This is an optimization exercise on Yosys and OpenROAD, whose aim is small area, a short achievable clock period and few clock cycles per item, not a production implementation. Function was checked by simulation only, so behaviour that the tests miss may differ from the original.

==> run a: inputs <==
## hmac_tag_check
module hmac_tag_check (
    input  wire         clk,
    input  wire         rst,         
    input  wire         start,
    output wire         ready,
    input  wire [255:0] key,         
    input  wire [255:0] tag,         
    input  wire [1:0]   tag_len,     
    input  wire [15:0]  msg_len,     
    input  wire         in_valid,
    output wire         in_ready,
    input  wire [31:0]  in_data,     
    output wire         done,
    output wire         pass,
    output wire [255:0] mac
);
Settings: LEC_CHECK=0, CAP_MARGIN=20, CORE_MARGIN=2, CORE_UTILIZATION=60, PLACE_DENSITY=0.72, SETUP_SLACK_MARGIN=5, SLEW_MARGIN=20; clock period 10.0 ns.
standard.sh (not shown) runs the stock make flow with config.mk's settings and CLKGATE_MAP_FILE= SYNTH_SCRIPT=/design/flow/synth_recipe.tcl, a recipe that flattens the netlist after the stock synthesis.
==> flow/flow/run.sh <==
#!/bin/bash
# Layout flow: the standard flow, with every port buffered by the
# smallest buffer (buf_1) instead of the delay buffer buffer_ports picks.
set -euo pipefail
export BUFFER_PORTS_ARGS="-buffer_cell sky130_fd_sc_hd__buf_1"
bash standard.sh synth > synth.log 2>&1
bash standard.sh > layout.log 2>&1
==> run b: changes against run a <==
--- a/flow/design.v
+++ b/flow/design.v
@@ -110,17 +110,19 @@
             mf = fd && (fp == P_MSG);
             rg = !tr && ({1'b0, fs} < js);
             need_f = mf && rnz && !rg && !(lb && fs[3:1] == 3'b111 && !tr);
         end
     endfunction
     wire norm     = !rec && !rs0 && !ri;
     wire trans    = norm && (bc == 7'd63 || bc == 7'd64);   
     wire bc_end   = norm && (bc == 7'd64);
-    wire init     = (bc_end && !pend) || ri;               
+    reg  init;               
+    reg  ikey;               
+    reg  zadd;               
     wire in_block = (phase == P_IKEY) || (phase == P_MSG) ||
                     (phase == P_OKEY) || (phase == P_OUTER);
     wire [2:0] nphase = next_phase(phase, lastblk);        
     wire [2:0] fphase = trans ? nphase : phase;
     wire [3:0] fslot  = (rs0 || (norm && bc == 7'd63)) ? 4'd0 :
                         (ri  || (norm && bc == 7'd64)) ? 4'd1 : bc[3:0] + 4'd2;
     wire       feed   = rs0 || ri || (norm && !pend && (trans || (bc < 7'd14)));    
     wire       fkey   = (fphase == P_IKEY) || (fphase == P_OKEY);
@@ -187,19 +189,19 @@
     always @(*) begin
         case (bc[1:0])
             2'd1:    begin iva = IV3; ive = IV7; end    
             2'd2:    begin iva = IV2; ive = IV6; end    
             2'd3:    begin iva = IV1; ive = IV5; end    
             default: begin iva = IV0; ive = IV4; end    
         endcase
     end
-    wire [31:0] suma = (civ ? iva : ha[3]) + (chain_zero ? 32'h0 : a);
-    wire [31:0] sume = (civ ? ive : he[3]) + (chain_zero ? 32'h0 : e);
-    wire [31:0] hnext = init ? (fkey ? IV7 : he[2]) : g;
+    wire [31:0] suma = (civ ? iva : ha[3]) + (zadd ? 32'h0 : a);
+    wire [31:0] sume = (civ ? ive : he[3]) + (zadd ? 32'h0 : e);
+    wire [31:0] hnext = init ? (ikey ? IV7 : he[2]) : g;
     wire [31:0] p_new = hnext + k_t + w[15];
     reg done_r, ready_r, in_ready_r;
     assign ready    = ready_r;
     assign in_ready = in_ready_r;
     integer i;
     reg [2:0]  phase_n;
     reg [6:0]  bc_n;
     reg        rec_n, rs0_n, ri_n, pend_n, done_n, civ_n;
@@ -303,16 +305,20 @@
         rem     <= rem_n;
         rem_nz  <= (rem_n != 16'd0);
         padded  <= padded_n;
         lastblk <= lastblk_n;
         lb_new  <= lb_new_n;
         civ     <= civ_n;
         done_r  <= done_n;
         ready_r <= (phase_n == P_IDLE) || (phase_n == P_DONE);
+        init <= (!rec_n && !rs0_n && !ri_n && !pend_n && bc_n == 7'd64) || ri_n;
+        ikey <= !ri_n && (next_phase(phase_n, lastblk_n) == P_IKEY ||
+                          next_phase(phase_n, lastblk_n) == P_OKEY);
+        zadd <= (rec_n && rcnt_n <= 5'd2) || rs0_n || ri_n;
         in_ready_r <= need_f(phase_n, bc_n, rec_n, rs0_n, ri_n, pend_n, jsave_n,
                              rem_n != 16'd0, lastblk_n);
         if (ready && start) begin
             tag_r     <= tag;
             tag_len_r <= tag_len;
             len_r     <= msg_len;
             for (i = 0; i < 8; i = i + 1)
                 ks[i] <= key[32*i +: 32];
@@ -329,17 +335,17 @@
             he[0] <= sume; he[1] <= he[0]; he[2] <= he[1]; he[3] <= he[2];
         end
     end
     always @(posedge clk) begin
         for (i = 0; i < 15; i = i + 1)
             w[i] <= w[i + 1];
         w[15] <= wtail;
         if (init) begin
-            if (fkey) begin
+            if (ikey) begin
                 a <= IV0; b <= IV1; c <= IV2; d <= IV3;
                 e <= IV4; f <= IV5; g <= IV6;
             end else begin
                 a <= suma;  b <= ha[0]; c <= ha[1]; d <= ha[2];
                 e <= sume;  f <= he[0]; g <= he[1];
             end
         end else begin
             a <= a_new; b <= a; c <= b; d <= c;
CAP_MARGIN = 30   (was 20)
CORE_UTILIZATION = 55   (was 60)
CTS_BUF_LIST = sky130_fd_sc_hd__clkbuf_8   (was unset)
CTS_CLUSTER_DIAMETER = 40   (was unset)
CTS_CLUSTER_SIZE = 12   (was unset)
PLACE_DENSITY = 0.68   (was 0.72)
SLEW_MARGIN = 30   (was 20)
==> qor summary <==
| metric | run b | run a |
|---|---|---|
| Met3 wire length | 42800 um | 54260 um |
| Sequential cell count | 1644 | 1641 |
| Die footprint | 141600 um^2 | 129400 um^2 |
| Maximum fanout along the worst path | 5 | 6 |
| Mux contribution to synthesized area | 3.983% | 4.092% |
| Horizontal extent of the die | 376.3 um | 359.7 um |
| Final Wtd Congestion | 1.058 | 1.053 |
| Number of placement rows | 136 | 130 |
| Distinct cell type count after synthesis | 101 | 99 |
| CLK BUF | 235 | 212 |
| Crit path required time | 10870 ps | 10690 ps |
| Aggregate routed wire length | 327800 um | 332400 um |
| Outcome | complete, no violations | complete, no violations |
| Post-synthesis instance area | 76240 um^2 | 75920 um^2 |
| Post-Place Cells | 9086 | 8888 |
| Pin count of the biggest net entering global routing | 136 | 215 |
| First element of the critical path | e[13] | bc[1] |
Testbench counts of run a, summed over its fixed seeds: cycles 121,413, items 320.
Testbench counts of run b, summed over its fixed seeds: cycles 121,413, items 320.

[separate check: timing with driven ports]
How much do the figures lean on ideal ports? The routed layouts below were timed once more, with nothing changed but the port constraints. Step 1 (the two cells are an assumption about what drives the block):
set clk [get_ports {clk}]
set_driving_cell -lib_cell sky130_fd_sc_hd__clkbuf_16 $clk
set_driving_cell -lib_cell sky130_fd_sc_hd__buf_2 [delete_from_list [all_inputs] $clk]
Step 2, shift: input delay + t, output delay - t, t = (earliest + latest rising clock arrival at the registers) / 2. This alone moves slack from input paths to output paths. Three values: ideal ports, drivers, drivers and shift; two values: the first two.
| run | t, ns | setup slack, ns | latest minus earliest clock arrival (ns) | worst slew at a driven data input, ns | cell pins on the clock port's net |
|---|---|---|---|---|---|
| run a | 0.903 | 3.951 / 3.951 / 3.771 | 0.077 / 0.077 | 0.10 | 1 |
| run b | 1.042 | 4.925 / 4.904 / 4.061 | 0.086 / 0.086 | 0.13 | 1 |
After both steps setup and hold are still met in every run listed. For run b, which loses most, drivers alone change the setup slack by -0.021 ns; drivers and shift together by -0.864 ns.
